Context: an optimization exercise on an open-source flow, tuned for small area, a short achievable clock period and few clock cycles per item. The choices shown serve that exercise and are no tape-out recipe. In this exercise RTL edits were held to simulation tests only and were not proved equivalent to the original.

===== flow/design.v =====
module sgl_flit_rx (
  input  wire        clk,
  input  wire        rst,            
  input  wire        in_valid,
  input  wire [63:0] in_data,        
  output wire        in_ready,
  output wire        out_valid,
  output wire [63:0] out_data,       
  output wire        out_last,       
  output wire        out_pass,       
  output wire        out_fec_ok,     
  output wire [2:0]  out_corr,       
  output wire [23:0] out_corr_pos    
);
  function automatic [7:0] gf_mul2(input [7:0] a);
    gf_mul2 = {a[6:0], 1'b0} ^ (a[7] ? 8'h1D : 8'h00);
  endfunction
  function automatic [7:0] gf_mul(input [7:0] a, input [7:0] b);
    integer i;
    reg [7:0] r, x;
    begin
      r = 8'd0;
      x = a;
      for (i = 0; i < 8; i = i + 1) begin
        if (b[i]) r = r ^ x;
        x = gf_mul2(x);
      end
      gf_mul = r;
    end
  endfunction
  function automatic [7:0] gf_mulp(input [7:0] a, input integer k);
    gf_mulp = gf_mul(a, 8'd1 << k);
  endfunction
  function automatic [7:0] alpha_m(input integer k);
    case (k)
      81: alpha_m = 8'hF1;
      82: alpha_m = 8'hF6;
      83: alpha_m = 8'h7B;
      84: alpha_m = 8'hB3;
      85: alpha_m = 8'hD7;
      default: alpha_m = 8'h00;
    endcase
  endfunction
  reg  [4:0] phi;         
  reg  [4:0] wcnt;        
  reg        in_rdy_q;
  reg        tx_act;      
  reg        ph0_q;       
  reg        ph31_q;      
  reg        ph1_q;       
  reg        ph_le29_q;   
  wire accept  = in_valid && in_rdy_q;
  wire load    = accept && (wcnt == 5'd31);    
  wire [4:0] phi_n    = (accept && wcnt == 5'd0) ? 5'd1 : phi + 5'd1;
  wire [4:0] wcnt_n   = accept ? wcnt + 5'd1 : wcnt;
  wire       tx_act_n = (phi == 5'd31) ? load : tx_act;
  wire       rdy_n    = (phi_n == wcnt_n) || (wcnt_n == 5'd0 && !tx_act_n);
  always @(posedge clk) begin
    if (rst) begin
      phi      <= 5'd0;
      ph0_q    <= 1'b1;
      ph31_q   <= 1'b0;
      ph1_q    <= 1'b0;
      ph_le29_q <= 1'b1;
      wcnt     <= 5'd0;
      in_rdy_q <= 1'b1;
      tx_act   <= 1'b0;
    end else begin
      phi      <= phi_n;
      ph0_q    <= (phi_n == 5'd0);
      ph31_q   <= (phi_n == 5'd31);
      ph1_q    <= (phi_n == 5'd1);
      ph_le29_q <= (phi_n <= 5'd29);
      wcnt     <= wcnt_n;
      in_rdy_q <= rdy_n;
      tx_act   <= tx_act_n;
    end
  end
  reg [2047:0] ring;
  always @(posedge clk) begin
    ring <= {ring[1983:0], in_rdy_q ? in_data : ring[2047:1984]};
  end
  wire [63:0] rd_w = ring[2047:1984];    
  function automatic [7:0] lane(input [63:0] w, input integer b);
    lane = w[63 - 8*b -: 8];
  endfunction
  reg  [7:0] a0 [0:2];
  reg  [7:0] a1 [0:2];
  reg  [7:0] a2 [0:2];
  reg  [7:0] ns0 [0:2];
  reg  [7:0] ns1 [0:2];
  reg  [7:0] ns2 [0:2];
  always @* begin : syn_next
    integer g, i, cnt, m;
    reg [7:0] t0, t1, t2, b, p0, p1, p2;
    for (g = 0; g < 3; g = g + 1) begin
      cnt = (g == 2) ? 2 : 3;
      t0 = 8'd0; t1 = 8'd0; t2 = 8'd0;
      for (i = 0; i < 3; i = i + 1) if (g + 3*i < 8) begin
        b  = lane(in_data, g + 3*i);
        t0 = t0 ^ b;
        t1 = t1 ^ gf_mulp(b, cnt - 1 - i);
        t2 = t2 ^ gf_mulp(b, 2*(cnt - 1 - i));
      end
      p0 = (wcnt == 5'd0) ? 8'd0 : a0[g];
      p1 = (wcnt == 5'd0) ? 8'd0 : gf_mulp(a1[g], cnt);
      p2 = (wcnt == 5'd0) ? 8'd0 : gf_mulp(a2[g], 2*cnt);
      m = (g + 1) % 3;
      ns0[m] = p0 ^ t0;
      ns1[m] = p1 ^ t1;
      ns2[m] = p2 ^ t2;
    end
  end
  integer k;
  always @(posedge clk) begin
    if (accept) begin
      for (k = 0; k < 3; k = k + 1) begin
        a0[k] <= ns0[k];
        a1[k] <= ns1[k];
        a2[k] <= ns2[k];
      end
    end
  end
  reg  [7:0] se [0:2];
  reg  [7:0] sr [0:2];
  reg        fnd [0:2];
  reg  [7:0] fps [0:2];
  wire [4:0] s = phi;
  reg  [63:0] mask;
  reg  [2:0]  hit;
  reg  [7:0]  hpos [0:2];
  reg  [7:0]  se_w [0:2];
  reg  [7:0]  sr_w [0:2];
  always @* begin : search
    integer g, i, cnt, b;
    reg m;
    mask = 64'd0;
    for (g = 0; g < 3; g = g + 1) begin
      cnt = (g == 2) ? 2 : 3;
      se_w[g] = ph0_q ? a0[(g + 2) % 3] : se[g];
      sr_w[g] = ph0_q ? gf_mul(a1[(g + 2) % 3], alpha_m((g == 0) ? 85 : 84)) : sr[g];
      hit[g]  = 1'b0;
      hpos[g] = {s, 3'd0};
      for (i = 0; i < 3; i = i + 1) if (g + 3*i < 8) begin
        b  = g + 3*i;
        m  = (se_w[g] != 8'd0) && (gf_mulp(sr_w[g], i) == se_w[g]);
        if (m) begin
          mask[63 - 8*b -: 8] = se_w[g];
          hit[g]  = 1'b1;
          hpos[g] = {s, b[2:0]};
        end
      end
    end
  end
  always @(posedge clk) begin : srch
    integer g, m, cnt;
    for (g = 0; g < 3; g = g + 1) begin
      m   = (g + 1) % 3;
      cnt = (g == 2) ? 2 : 3;
      se[m]  <= se_w[g];
      sr[m]  <= gf_mulp(sr_w[g], cnt);
      fnd[m] <= (ph0_q ? 1'b0 : fnd[g]) | hit[g];
      fps[m] <= hit[g] ? hpos[g] : fps[g];
    end
  end
  reg [2:0] zc_q;
  reg [2:0] cons_q;
  reg [7:0] s2c;
  wire [7:0] cx = ph0_q ? a0[2] : se[0];
  wire [7:0] cy = ph0_q ? a2[2] : s2c;
  wire [7:0] cz = ph0_q ? a1[2] : sr[0];
  wire       ceq = (gf_mul(cx, cy) == gf_mul(cz, cz));
  always @(posedge clk) begin : chk
    integer c, m;
    if (ph0_q) begin
      for (c = 0; c < 3; c = c + 1) begin
        m = (c + 2) % 3;
        zc_q[c]   <= (a0[m] == 8'd0) && (a1[m] == 8'd0) && ((c == 1) || (a2[m] == 8'd0));
      end
      cons_q[0] <= ceq;
      cons_q[1] <= 1'b1;
      s2c       <= gf_mul(a2[1], 8'hA3);    
    end
    if (ph1_q)
      cons_q[2] <= ceq;
  end
  reg  [63:0] out_data_q;
  reg         out_valid_q, out_last_q, out_pass_q, out_fec_q;
  reg  [2:0]  out_corr_q;
  reg  [63:0] crc;
  reg  [63:0] crc_d_q;                          
  wire [63:0] word_c   = rd_w ^ mask;           
  wire [63:0] crc_next;
  sgl_crc64_upd u_crc (.crc(crc), .d(crc_d_q), .q(crc_next));
  reg [2:0] corr_f;
  reg       fec_f;
  always @* begin : fin
    integer c, g;
    fec_f = 1'b1;
    for (c = 0; c < 3; c = c + 1) begin
      g = (c + 1) % 3;
      corr_f[c] = (fnd[g] | hit[g]) && cons_q[c];
      fec_f = fec_f && (zc_q[c] || corr_f[c]);
    end
  end
  always @(posedge clk) begin
    if (ph_le29_q)
      out_data_q <= word_c;
    crc_d_q <= word_c;
    crc <= ph0_q ? {64{1'b1}} : crc_next;
    if (ph31_q) begin
      out_fec_q  <= fec_f;
      out_corr_q <= corr_f;
    end
  end
  always @(posedge clk) begin
    if (rst) begin
      out_valid_q <= 1'b0;
      out_last_q  <= 1'b0;
      out_pass_q  <= 1'b0;
    end else begin
      out_valid_q <= tx_act && ((ph_le29_q && phi != 5'd29) || ph31_q);
      out_last_q  <= tx_act && ph31_q;
      out_pass_q  <= fec_f && ((crc ^ crc_d_q) == {64{1'b1}});
    end
  end
  assign in_ready     = in_rdy_q;
  assign out_valid    = out_valid_q;
  assign out_data     = out_data_q;
  assign out_last     = out_last_q;
  assign out_pass     = out_pass_q;
  assign out_fec_ok   = out_fec_q;
  assign out_corr     = out_corr_q;
  assign out_corr_pos = {fps[1], fps[0], fps[2]};
endmodule
module sgl_crc64_upd (
  input  wire [63:0] crc,
  input  wire [63:0] d,
  output wire [63:0] q
);
  wire [63:0] x = crc ^ d;
  wire t64 = x[0] ^ x[63];
  wire t65 = x[4] ^ x[24];
  wire t66 = x[9] ^ x[16];
  wire t67 = x[10] ^ x[17];
  wire t68 = x[11] ^ x[18];
  wire t69 = x[37] ^ x[42];
  wire t70 = x[19] ^ x[54];
  wire t71 = x[5] ^ x[59];
  wire t72 = x[20] ^ x[55];
  wire t73 = x[36] ^ x[41];
  wire t74 = x[7] ^ x[12];
  wire t75 = x[2] ^ x[22];
  wire t76 = x[29] ^ x[43];
  wire t77 = x[3] ^ x[23];
  wire t78 = x[30] ^ x[44];
  wire t79 = x[31] ^ x[45];
  wire t80 = x[8] ^ x[13];
  wire t81 = x[51] ^ x[58];
  wire t82 = x[14] ^ x[50];
  wire t83 = x[28] ^ x[53];
  wire t84 = x[1] ^ x[48];
  wire t85 = x[35] ^ x[47];
  wire t86 = x[32] ^ x[57];
  wire t87 = x[33] ^ x[56];
  wire t88 = x[21] ^ x[46];
  wire t89 = x[15] ^ t67;
  wire t90 = x[34] ^ x[49];
  wire t91 = x[6] ^ x[39];
  wire t92 = x[38] ^ x[40];
  wire t93 = x[52] ^ t74;
  wire t94 = t66 ^ t68;
  wire t95 = x[26] ^ t64;
  wire t96 = x[27] ^ t73;
  wire t97 = t70 ^ t79;
  wire t98 = t65 ^ t71;
  wire t99 = x[62] ^ t72;
  wire t100 = t69 ^ t75;
  wire t101 = t76 ^ t77;
  wire t102 = t78 ^ t81;
  wire t103 = x[25] ^ t80;
  wire t104 = t82 ^ t87;
  wire t105 = x[41] ^ t83;
  wire t106 = t84 ^ t92;
  wire t107 = x[12] ^ t89;
  wire t108 = x[17] ^ x[21];
  wire t109 = x[1] ^ x[60];
  wire t110 = x[22] ^ x[25];
  wire t111 = x[37] ^ t88;
  wire t112 = t65 ^ t91;
  wire t113 = x[16] ^ t85;
  wire t114 = x[39] ^ t86;
  wire t115 = x[34] ^ t102;
  wire t116 = x[57] ^ t94;
  wire t117 = x[13] ^ x[61];
  wire t118 = x[8] ^ x[60];
  wire t119 = x[19] ^ x[48];
  wire t120 = x[38] ^ x[51];
  wire t121 = x[27] ^ x[35];
  wire t122 = x[15] ^ x[59];
  wire t123 = x[7] ^ x[40];
  wire t124 = t69 ^ t88;
  wire t125 = x[58] ^ t76;
  wire t126 = x[18] ^ t75;
  wire t127 = x[63] ^ t86;
  wire t128 = x[14] ^ t95;
  wire t129 = x[46] ^ t100;
  wire t130 = x[47] ^ x[52];
  wire t131 = x[34] ^ x[54];
  wire t132 = x[32] ^ x[48];
  wire t133 = x[5] ^ x[53];
  wire t134 = x[7] ^ t82;
  wire t135 = x[20] ^ t90;
  wire t136 = x[4] ^ t71;
  wire t137 = t68 ^ t78;
  wire t138 = x[6] ^ t84;
  wire t139 = x[56] ^ t85;
  wire t140 = x[45] ^ t80;
  wire t141 = x[44] ^ t66;
  wire t142 = x[28] ^ t96;
  wire t143 = x[49] ^ t101;
  wire t144 = x[50] ^ t93;
  wire t145 = x[15] ^ x[30];
  wire t146 = x[21] ^ x[31];
  wire t147 = x[0] ^ x[26];
  wire t148 = x[24] ^ x[33];
  wire t149 = x[32] ^ x[59];
  wire t150 = x[9] ^ x[35];
  wire t151 = x[19] ^ t90;
  wire t152 = x[3] ^ t70;
  wire t153 = t73 ^ t74;
  wire t154 = x[61] ^ t77;
  wire t155 = x[2] ^ t83;
  wire t156 = x[57] ^ t64;
  wire t157 = t69 ^ t87;
  wire t158 = x[11] ^ t74;
  wire t159 = x[47] ^ t110;
  wire t160 = x[17] ^ t81;
  wire t161 = t81 ^ t103;
  wire t162 = x[5] ^ t112;
  wire t163 = t97 ^ t122;
  wire t164 = t76 ^ t98;
  wire t165 = t79 ^ t99;
  wire t166 = t72 ^ t101;
  wire t167 = x[43] ^ t114;
  wire t168 = x[33] ^ t93;
  wire t169 = x[35] ^ x[52];
  wire t170 = x[56] ^ x[63];
  wire t171 = x[29] ^ x[42];
  wire t172 = x[40] ^ x[62];
  wire t173 = x[16] ^ x[30];
  wire t174 = x[23] ^ x[61];
  wire t175 = x[18] ^ x[51];
  wire t176 = x[29] ^ x[53];
  wire t177 = x[1] ^ x[55];
  wire t178 = x[42] ^ x[44];
  wire t179 = x[34] ^ x[42];
  wire t180 = x[23] ^ x[38];
  wire t181 = x[36] ^ x[49];
  wire t182 = x[37] ^ x[45];
  wire t183 = x[10] ^ x[50];
  wire t184 = t65 ^ t66;
  wire t185 = t73 ^ t123;
  wire t186 = x[31] ^ t70;
  wire t187 = x[46] ^ t117;
  wire t188 = x[3] ^ t78;
  wire t189 = t68 ^ t79;
  wire t190 = t65 ^ t87;
  wire t191 = x[14] ^ t87;
  wire t192 = x[54] ^ t83;
  wire t193 = x[10] ^ t92;
  wire t194 = x[25] ^ t67;
  wire t195 = t80 ^ t109;
  wire t196 = x[51] ^ t70;
  wire t197 = x[36] ^ t150;
  wire t198 = t75 ^ t85;
  wire t199 = x[43] ^ t72;
  wire t200 = x[2] ^ t95;
  wire t201 = x[1] ^ t89;
  wire t202 = t99 ^ t100;
  wire t203 = t105 ^ t121;
  wire t204 = x[62] ^ t104;
  wire t205 = t97 ^ t103;
  wire t206 = t105 ^ t139;
  wire t207 = t90 ^ t106;
  wire t208 = x[4] ^ t111;
  wire t209 = t68 ^ t113;
  wire t210 = x[7] ^ t143;
  wire t211 = x[8] ^ t107;
  wire t212 = x[40] ^ t107;
  wire t213 = t97 ^ t116;
  wire t214 = t67 ^ t129;
  wire t215 = x[6] ^ x[60];
  wire t216 = x[21] ^ x[58];
  wire t217 = x[22] ^ x[32];
  wire t218 = x[24] ^ x[55];
  wire t219 = x[28] ^ x[41];
  wire t220 = x[38] ^ x[61];
  wire t221 = x[39] ^ x[53];
  wire t222 = x[13] ^ x[49];
  wire t223 = x[52] ^ x[58];
  wire t224 = x[20] ^ x[46];
  wire t225 = x[28] ^ x[46];
  wire t226 = x[29] ^ x[39];
  wire t227 = x[8] ^ x[31];
  wire t228 = x[18] ^ x[55];
  wire t229 = x[39] ^ x[43];
  wire t230 = x[25] ^ x[26];
  wire t231 = x[52] ^ x[56];
  wire t232 = x[16] ^ t64;
  wire t233 = t120 ^ t145;
  wire t234 = t71 ^ t92;
  wire t235 = x[33] ^ t109;
  wire t236 = x[0] ^ t130;
  wire t237 = t82 ^ t176;
  wire t238 = t131 ^ t175;
  wire t239 = t69 ^ t132;
  wire t240 = t145 ^ t147;
  wire t241 = x[27] ^ t177;
  wire t242 = x[27] ^ t66;
  wire t243 = x[50] ^ t120;
  wire t244 = t64 ^ t91;
  wire t245 = t108 ^ t123;
  wire t246 = x[61] ^ t118;
  wire t247 = x[9] ^ t88;
  wire t248 = x[20] ^ t79;
  wire t249 = x[57] ^ t77;
  wire t250 = t119 ^ t180;
  wire t251 = x[44] ^ t182;
  wire t252 = t85 ^ t91;
  wire t253 = t82 ^ t132;
  wire t254 = t84 ^ t149;
  wire t255 = t86 ^ t119;
  wire t256 = x[2] ^ t64;
  wire t257 = x[58] ^ t78;
  wire t258 = t73 ^ t133;
  wire t259 = x[14] ^ t84;
  wire t260 = x[38] ^ t91;
  wire t261 = x[5] ^ t77;
  wire t262 = x[16] ^ t77;
  wire t263 = t72 ^ t91;
  wire t264 = x[30] ^ t72;
  wire t265 = t83 ^ t108;
  wire t266 = x[13] ^ t110;
  wire t267 = t124 ^ t134;
  wire t268 = t111 ^ t125;
  wire t269 = t117 ^ t152;
  wire t270 = x[28] ^ t134;
  wire t271 = t126 ^ t153;
  wire t272 = x[60] ^ t126;
  wire t273 = t114 ^ t146;
  wire t274 = x[17] ^ t155;
  wire t275 = t89 ^ t138;
  wire t276 = t98 ^ t127;
  wire t277 = x[37] ^ t125;
  wire t278 = t122 ^ t190;
  wire t279 = t140 ^ t247;
  wire t280 = t141 ^ t248;
  wire t281 = x[53] ^ t94;
  wire t282 = x[45] ^ t192;
  wire t283 = t76 ^ t96;
  wire t284 = t94 ^ t187;
  wire t285 = t95 ^ t139;
  wire t286 = t99 ^ t112;
  wire t287 = x[10] ^ t104;
  wire t288 = x[22] ^ t196;
  wire t289 = t121 ^ t137;
  wire t290 = x[24] ^ t93;
  wire t291 = t96 ^ t113;
  wire t292 = x[6] ^ t159;
  wire t293 = t153 ^ t189;
  wire t294 = x[18] ^ t135;
  wire t295 = x[23] ^ t138;
  wire t296 = x[47] ^ t94;
  wire t297 = t98 ^ t120;
  wire t298 = t71 ^ t188;
  wire t299 = t93 ^ t157;
  wire t300 = t86 ^ t197;
  wire t301 = x[11] ^ t193;
  wire t302 = t105 ^ t200;
  wire t303 = t161 ^ t184;
  wire t304 = t142 ^ t162;
  wire t305 = t137 ^ t202;
  wire t306 = t115 ^ t154;
  wire t307 = x[60] ^ t164;
  wire t308 = t186 ^ t274;
  wire t309 = t118 ^ t165;
  wire t310 = x[21] ^ t166;
  wire t311 = t128 ^ t282;
  wire t312 = t115 ^ t194;
  wire t313 = t128 ^ t133;
  wire t314 = t71 ^ t144;
  wire t315 = t166 ^ t227;
  wire t316 = x[26] ^ t163;
  wire t317 = x[4] ^ t142;
  wire t318 = t140 ^ t201;
  wire t319 = t136 ^ t296;
  wire t320 = t116 ^ t230;
  wire t321 = t124 ^ t210;
  wire t322 = t81 ^ t211;
  assign q[0] = ((t267 ^ (t151 ^ (t215 ^ ((x[38] ^ x[59]) ^ t169)))) ^ (t302 ^ t303));
  assign q[1] = (((t232 ^ ((x[47] ^ t75) ^ t135)) ^ t304) ^ (t269 ^ (t201 ^ t268)));
  assign q[2] = (t305 ^ (((t106 ^ t113) ^ t270) ^ (t136 ^ ((t108 ^ t77) ^ (x[6] ^ (x[25] ^ x[29]))))));
  assign q[3] = ((t143 ^ t162) ^ (t271 ^ (((t118 ^ t119) ^ (t170 ^ t79)) ^ ((x[26] ^ t108) ^ t233))));
  assign q[4] = (((t203 ^ t272) ^ t306) ^ (t273 ^ ((x[20] ^ t234) ^ t128)));
  assign q[5] = (((t217 ^ (t169 ^ t171)) ^ t142) ^ (t163 ^ (((t172 ^ t216) ^ t112) ^ (t154 ^ t235))));
  assign q[6] = (t307 ^ ((((x[63] ^ (x[25] ^ x[32])) ^ t185) ^ t129) ^ (t99 ^ (((x[33] ^ x[34]) ^ t173) ^ (t174 ^ t83)))));
  assign q[7] = ((((t66 ^ t102) ^ t204) ^ (t236 ^ (t136 ^ t187))) ^ (t210 ^ t308));
  assign q[8] = (t309 ^ (((t130 ^ t188) ^ (t237 ^ t238)) ^ (t275 ^ t276)));
  assign q[9] = ((((t71 ^ t80) ^ t104) ^ (t189 ^ t239)) ^ (t240 ^ ((t131 ^ t218) ^ (t219 ^ t220))));
  assign q[10] = (((t273 ^ t277) ^ t302) ^ (t278 ^ (((x[62] ^ t80) ^ t241) ^ t144)));
  assign q[11] = (((t191 ^ t192) ^ (t234 ^ t242)) ^ (t115 ^ (((t171 ^ t75) ^ (x[3] ^ t109)) ^ (t103 ^ t127))));
  assign q[12] = ((((t156 ^ t243) ^ t205) ^ (t89 ^ (((x[55] ^ x[61]) ^ t148) ^ (t173 ^ t221)))) ^ t321);
  assign q[13] = (t305 ^ (((t186 ^ t244) ^ t206) ^ (t245 ^ ((t149 ^ t222) ^ (x[43] ^ t109)))));
  assign q[14] = (t310 ^ (((t106 ^ t127) ^ (t178 ^ t104)) ^ ((t246 ^ t97) ^ t271)));
  assign q[15] = ((t202 ^ t279) ^ (((t151 ^ t154) ^ t167) ^ (t190 ^ ((x[15] ^ x[41]) ^ t102))));
  assign q[16] = (((t249 ^ t98) ^ t204) ^ (t280 ^ ((((x[43] ^ x[63]) ^ t110) ^ (t179 ^ t223)) ^ ((t85 ^ t88) ^ t193))));
  assign q[17] = ((t89 ^ (((x[11] ^ x[5]) ^ t181) ^ t100)) ^ (((t140 ^ t141) ^ (t236 ^ t250)) ^ (t167 ^ t270)));
  assign q[18] = (((((t148 ^ t224) ^ (t82 ^ t91)) ^ (t106 ^ t251)) ^ (t143 ^ t281)) ^ t322);
  assign q[19] = (t311 ^ (((t137 ^ t252) ^ (t69 ^ (x[58] ^ t118))) ^ t212));
  assign q[20] = ((((x[55] ^ t74) ^ t106) ^ t163) ^ (t283 ^ t284));
  assign q[21] = (t312 ^ (((t149 ^ ((x[21] ^ x[38]) ^ (x[53] ^ x[9]))) ^ t144) ^ (t285 ^ t286)));
  assign q[22] = ((((x[0] ^ x[58]) ^ t129) ^ (t207 ^ t287)) ^ (t213 ^ t304));
  assign q[23] = (((((x[11] ^ t130) ^ t114) ^ (t184 ^ t195)) ^ t212) ^ (t310 ^ t313));
  assign q[24] = ((((t246 ^ t89) ^ t207) ^ (t288 ^ t289)) ^ ((t95 ^ (t225 ^ t157)) ^ t314));
  assign q[25] = ((t165 ^ t283) ^ (((((x[12] ^ x[52]) ^ t174) ^ t151) ^ (t155 ^ t195)) ^ ((t243 ^ t252) ^ t116)));
  assign q[26] = ((t269 ^ t290) ^ ((((x[20] ^ t170) ^ t102) ^ (t124 ^ t155)) ^ ((t197 ^ t253) ^ (t67 ^ (t172 ^ t226)))));
  assign q[27] = (t213 ^ ((((t148 ^ t179) ^ (t183 ^ t215)) ^ (t125 ^ t198)) ^ ((t225 ^ ((x[36] ^ x[3]) ^ t123)) ^ (t240 ^ t99))));
  assign q[28] = (((t208 ^ t291) ^ (t254 ^ (((x[19] ^ x[61]) ^ t170) ^ t158))) ^ (t312 ^ t315));
  assign q[29] = ((t292 ^ t293) ^ (((t224 ^ (x[17] ^ t133)) ^ (t232 ^ t255)) ^ (t115 ^ t204)));
  assign q[30] = (((t168 ^ t294) ^ t316) ^ (t295 ^ (((t80 ^ t85) ^ t124) ^ (t127 ^ t160))));
  assign q[31] = (t317 ^ (t292 ^ (((x[33] ^ t175) ^ t199) ^ (t239 ^ t95))));
  assign q[32] = (((t256 ^ (t104 ^ t141)) ^ t307) ^ (t295 ^ ((t121 ^ (x[53] ^ (x[41] ^ x[46]))) ^ t161)));
  assign q[33] = (t318 ^ ((((x[50] ^ t220) ^ t113) ^ (t152 ^ t156)) ^ ((t257 ^ t258) ^ t208)));
  assign q[34] = (t319 ^ ((((x[36] ^ x[54]) ^ t160) ^ (t259 ^ t260)) ^ (t129 ^ t165)));
  assign q[35] = ((t206 ^ (((t147 ^ t179) ^ (t228 ^ t229)) ^ (t253 ^ t261))) ^ (t212 ^ t303));
  assign q[36] = (((t96 ^ ((t178 ^ t222) ^ (x[40] ^ t169))) ^ t320) ^ (t275 ^ ((t191 ^ t196) ^ t164)));
  assign q[37] = ((t289 ^ t297) ^ ((t107 ^ t279) ^ (t199 ^ (x[36] ^ t156))));
  assign q[38] = ((t285 ^ t293) ^ (t297 ^ ((t75 ^ t90) ^ (((x[1] ^ x[8]) ^ t178) ^ (t183 ^ t221)))));
  assign q[39] = (((t98 ^ (t216 ^ t158)) ^ t311) ^ (t207 ^ ((t262 ^ t96) ^ t167)));
  assign q[40] = (t313 ^ (((((x[15] ^ x[34]) ^ t108) ^ (t226 ^ t92)) ^ (t141 ^ t241)) ^ (t168 ^ t288)));
  assign q[41] = (t318 ^ (t203 ^ ((((x[23] ^ x[40]) ^ t131) ^ (t173 ^ t231)) ^ (t126 ^ t263))));
  assign q[42] = (t308 ^ (t116 ^ (((t171 ^ t218) ^ (t77 ^ t88)) ^ ((x[56] ^ (x[14] ^ x[35])) ^ t185))));
  assign q[43] = (t211 ^ (((t152 ^ t159) ^ (t86 ^ ((x[18] ^ x[56]) ^ t65))) ^ (t264 ^ ((t69 ^ t73) ^ t125))));
  assign q[44] = (t320 ^ ((t250 ^ t257) ^ (((x[13] ^ t146) ^ t136) ^ (t157 ^ t199))));
  assign q[45] = (((t103 ^ (t64 ^ ((x[4] ^ x[51]) ^ (x[56] ^ x[5])))) ^ (t144 ^ t167)) ^ ((t203 ^ t280) ^ t214));
  assign q[46] = ((t98 ^ ((t86 ^ t90) ^ (x[50] ^ t70))) ^ (((t101 ^ t185) ^ (t194 ^ t235)) ^ ((t251 ^ t256) ^ t209)));
  assign q[47] = (((t72 ^ (t181 ^ t64)) ^ t168) ^ (t298 ^ (((x[45] ^ t117) ^ t259) ^ (t265 ^ t94))));
  assign q[48] = (((t90 ^ (x[6] ^ (x[56] ^ x[62]))) ^ t107) ^ (t208 ^ ((t126 ^ t195) ^ (t237 ^ t97))));
  assign q[49] = ((((t70 ^ t72) ^ t127) ^ (t134 ^ t198)) ^ ((t233 ^ t261) ^ t284));
  assign q[50] = ((t286 ^ (((t130 ^ t146) ^ (x[36] ^ t119)) ^ (t191 ^ t262))) ^ t322);
  assign q[51] = ((t266 ^ (t135 ^ t245)) ^ (t281 ^ ((t231 ^ (x[48] ^ (x[15] ^ x[37]))) ^ t276)));
  assign q[52] = (t214 ^ (t168 ^ ((((x[13] ^ x[23]) ^ (x[28] ^ x[9])) ^ t156) ^ (t238 ^ t98))));
  assign q[53] = (((((t183 ^ t219) ^ (x[51] ^ t177)) ^ t200) ^ t319) ^ t321);
  assign q[54] = (((t206 ^ t268) ^ (t266 ^ (t158 ^ t242))) ^ (t298 ^ ((t90 ^ (t67 ^ t84)) ^ t128)));
  assign q[55] = ((((t89 ^ t96) ^ t115) ^ t213) ^ (t290 ^ (((t64 ^ t84) ^ (x[23] ^ t176)) ^ (t111 ^ t159))));
  assign q[56] = (((t264 ^ ((t180 ^ t223) ^ t254)) ^ t214) ^ (t209 ^ ((t83 ^ ((x[12] ^ x[24]) ^ (x[26] ^ x[49]))) ^ t205)));
  assign q[57] = (((t209 ^ t299) ^ (t244 ^ ((t131 ^ t132) ^ t160))) ^ (t315 ^ t317));
  assign q[58] = ((t299 ^ t300) ^ (((t80 ^ (t228 ^ t78)) ^ t164) ^ (t265 ^ (t106 ^ t151))));
  assign q[59] = (((t260 ^ (t135 ^ t258)) ^ (t272 ^ t277)) ^ (t287 ^ ((t78 ^ (x[57] ^ t150)) ^ t205)));
  assign q[60] = (((t263 ^ t267) ^ (t300 ^ t301)) ^ (t306 ^ t316));
  assign q[61] = (((t278 ^ t291) ^ t309) ^ (t301 ^ ((t111 ^ t93) ^ (t81 ^ (t217 ^ t229)))));
  assign q[62] = ((t255 ^ (((x[40] ^ x[44]) ^ t147) ^ (t174 ^ t181))) ^ (t162 ^ ((t104 ^ t158) ^ (t160 ^ t198))));
  assign q[63] = (((t96 ^ ((t172 ^ t182) ^ (x[15] ^ t148))) ^ t314) ^ (t294 ^ ((t138 ^ t249) ^ t161)));
endmodule

===== flow/flow/run.sh =====
#!/bin/bash
# The standard ORFS layout (standard.sh), with three changes to how the
# layout is made (the SDC, clock period and all constraints are unchanged):
#  - ports are buffered with buf_2 instead of the buffer ORFS picks,
#  - CTS clusters up to 30 sinks within 60 um and inserts no dummy loads,
#  - repair_timing works towards a setup slack margin of 9.9 ns.
# The full make output goes to standard.log; ORFS's per-step logs are under
# orfs/logs.
set -euo pipefail
export BUFFER_PORTS_ARGS="-buffer_cell sky130_fd_sc_hd__buf_2"
export CTS_ARGS="-sink_clustering_enable -repair_clock_nets -dont_use_dummy_load -root_buf sky130_fd_sc_hd__clkbuf_16 -buf_list {sky130_fd_sc_hd__clkbuf_4 sky130_fd_sc_hd__clkbuf_8 sky130_fd_sc_hd__clkbuf_16} -sink_clustering_size 16 -sink_clustering_max_diameter 40"
export SETUP_SLACK_MARGIN=9.9
bash standard.sh > standard.log 2>&1

===== flow/standard.sh =====
#!/bin/bash
# synth_recipe.tcl (not shown) runs the flow's synth.tcl, then flattens the netlist and writes it again
# the make line also repeats each setting of config.mk as NAME=value (left out here)
make -C /OpenROAD-flow-scripts/flow DESIGN_CONFIG=/design/flow/config.mk WORK_HOME=/design/flow/orfs CLKGATE_MAP_FILE= SYNTH_SCRIPT=/design/flow/synth_recipe.tcl "${@:-finish}"

===== flow/config.mk =====
export PLATFORM = sky130hd
export DESIGN_NAME = sgl_flit_rx
export DESIGN_NICKNAME = sgl_flit_rx
export VERILOG_FILES = /design/flow/design.v
export SDC_FILE = /design/flow/constraint.sdc
export NUM_CORES = 4
export LEC_CHECK = 0
export CAP_MARGIN = 20
export CORE_MARGIN = 2
export CORE_UTILIZATION = 62
export SLEW_MARGIN = 20

===== flow/constraint.sdc =====
create_clock -name core_clock -period 14.0 [get_ports {clk}]
set_input_delay 2.8000 -clock core_clock [delete_from_list [all_inputs] [get_ports {clk}]]
set_output_delay 2.8000 -clock core_clock [all_outputs]
set_load 0.01 [all_outputs]

==> results.txt <==
run status=complete, no violations; CTS sink count=2,423; largest net degree at the start of global routing=79; Post-Syn Area=69,450 um2; r2r worst-path depth=9; finished layout cell area=78,430 um2; number of hold buffers added after CTS=0; top_reg_cell synth=dfxtp_1; setup ws final=9.681 ns; io pins=163; final weighted congestion in routability-driven placement=1.005; area fraction of the dominant cell type after synthesis=65.44%; final hold violation count=0; Final setup viols=0; Core Region=110,800 um2; Worst Setup SP=out_data_q[35]; startpoint types=flop; Hold/Removal Path Class=flop to flop; final period utilization=30.85%; Reg-to-Reg Start=crc_d_q[20]; Routed WL=200,900 um; gr usage total=33.83%; CP Capture Point=out_data[35]; Die Width=338.7 um; DP Area=72,840 um2; Req. time, crit path=11.20 ns; global-route wire length before repair=275,900 um; syn avg cell area=14.18 um2; Syn-to-layout area delta=12.94%; antenna-violating nets left=0; Crit. path cell count=1; cell family with most CP delay=flip-flops; vias in the first global route=38,158; slowest stage delay, CP=0.55 ns; Root Driver=clkbuf_16; Area contributors post-synth=dfxtp_1 (65%), xnor2_1 (15%), edfxtp_1 (6.6%), xor2_1 (3.4%), mux2_2 (1.2%); Clock Skews=0.1074 ns; worst relative slew slack=20.41%; most common cell after layout, fill and taps aside=dfxtp_1; setup tns final=0 ns; hpwl dp=129,200 um; Max Cap Viol=0; drt first pass iters=6; crit path max-delay cell type=edfxtp_1; Starting Density=62.67%; Gate Count Post-Synth=4,897; fraction of registers with async set/reset=0%; via count=36,389; synth warn=10; RSZ-0062 raised after global routing=yes; routed vias/inst=5.361; critical path cell sequence=buf_2; post-synth cell types=75; Die Span Y=338.7 um; Slew Limit Fails=0; share of layout cells above drive strength 1=13.29%; number of H-tree levels=4; WP buf/inv=1; pre-CTS setup slack=8.764 ns; DRC Markers=0; CP Data Arrival Time=1.52 ns; area leader, netlist=dfxtp_1; CTS Buf Count=200; Synth Register Bits=2,423; register area share after synthesis=72.05%; most frequent cells in the layout=dfxtp_1 (2,246), xnor2_1 (1,128), xor2_1 (267), nor2_1 (204), clkbuf_16 (200); total grt overflow=0; CTS tree=yes; Period minus WS final=4.319 ns; clk latency of the worst-skew pair=0.81 ns; WS Path Type=flop to output pin; syn_nets=4,984; cell depth of the worst hold path=0; wire per inst=29.59 um; Post-synth EDFFs=153; # nets final=5,378; Crit Reg-Reg Endpoint=crc[13]; die area=114,700 um2; Clk pin slew, worst setup/hold paths=0.07 ns; port bufs=162; CP max FO=1; # rows=122; CP Capture Type=output pin; Worst Tran Pin Value=1.185 ns; setup slack, reg-to-reg=9.80 ns; FMAX=231.5 MHz; initial antenna violation count=29; Longest Clk Path Bufs=3; initial DRC count=3,547
-- sequential cells by signal, indices dropped and copies added (netlist names), 64 cells and up --
signal / flops
crc: 64
ring: 2048
crc_d_q: 64
out_data_q: 64
-- routing by layer --
metal | global-route usage, % | part of all wire, % | up-vias
li1 | - | - | 16173
met1 | 43.63 | 40 | 17894
met2 | 54.69 | 47 | 1713
met3 | 5.249 | 6.8 | 599
met4 | 19.19 | 6.7 | 10
met5 | 0 | 0.033 | -
-- cells by family (layout without fill, tap and decap cells) --
| logic type | count (synthesis) | after routing | synth area share (%) |
|---|---|---|---|
| adders and majority gates | 20 | 20 | 0.3603 |
| muxes | 143 | 143 | 2.276 |
| xor gates and xnor gates | 1492 | 1492 | 19.77 |
| and+or+nand+nor | 518 | 518 | 3.286 |
| AOI/OAI and AO/OA | 133 | 133 | 1.267 |
| other | 0 | 11 | 0 |
| DFF | 2423 | 2423 | 72.05 |
| buffers and inverters | 168 | 560 | 0.9927 |
-- through the flow --
| step | instances | hold WS, ns | util, % |
|---|---|---|---|
| floorplan | 4897 | 0.3096 | - |
| global placement | 6559 | 0.3095 | 65.72 |
| detailed placement | 6559 | 0.3121 | 65.73 |
| CTS | 6776 | 0.2576 | 70.58 |
| global route | 6784 | 0.2608 | 70.76 |
| finish | 6788 | 0.2556 | 70.77 |
-- timing repair --
| item | CTS | global route |
|---|---|---|
| pin swaps | 2 | 0 |
| resized for setup | 63 | 33 |
| setup endpoints to repair | 175 | 99 |
| gates cloned | 1 | 0 |
| setup buffers | 16 | 1 |
-- cells in the mapped netlist (all sizes together), types with 4 or more instances --
master and instances:
dfxtp 2270, xnor2 1187, xor2 270, nor2 208
nand2 172, edfxtp 153, mux2 82, clkbuf 72
inv 64, mux2i 61, nor4 33, xnor3 32
a21oi 31, o21ai 30, buf 26, nor3 21
ha 20, nand3 19, or2 10, nand4 9
o22ai 9, a211oi 8, nor2b 8, clkinv 6
nand2b 6, a221oi 5, and3 5, o211ai 5
a21boi 4, a22oi 4, a31oi 4, and2 4
o2111ai 4, or3 4
-- cell type report --
type | instances | area [um2]
antenna | 11 | 27.53
clock buffer | 200 | 5005
fill | 6831 | 32390
inverter | 70 | 271.5
multi-input combinational | 2306 | 19170
sequential | 2423 | 50080
tap | 1488 | 1862
timing repair buffer | 290 | 2014
-- how the worst min path moves through the flow --
stage / start / endpoint / slack, ns
6_report: ring[488] / ring[552] / 0.26
2_1_floorplan: ring[936] / ring[1000] / 0.31
3_5_place_dp: ring[983] / ring[1047] / 0.31
4_1_cts: ring[488] / ring[552] / 0.26
5_1_grt: ring[488] / ring[552] / 0.26
3_3_place_gp: ring[657] / ring[721] / 0.31
Testbench counts, summed over its fixed seeds: cycles 16,648, flits 512.

[static timing again, ports no longer ideal]
In the flow no input, the clock included, has a driving cell. The finished layout below was timed again as built, in two steps. Step 1: set_driving_cell puts a clkbuf_16 on clk and a buf_2 on each other input, an assumption about the parent block. Step 2 also shifts input and output timing later by t, the mid clock arrival at the registers, as if the neighbouring blocks saw the same clock. Three values: no drivers, after step 1, after step 2; two values: the first two.
shift t [ns]: 0.856
setup slack, ns: 9.681 / 9.601 / 9.190
pins driven straight from the clock port: 1
After both steps setup and hold are still met in this run. For this run, drivers alone change the setup slack by -0.080 ns; drivers and shift together by -0.491 ns.
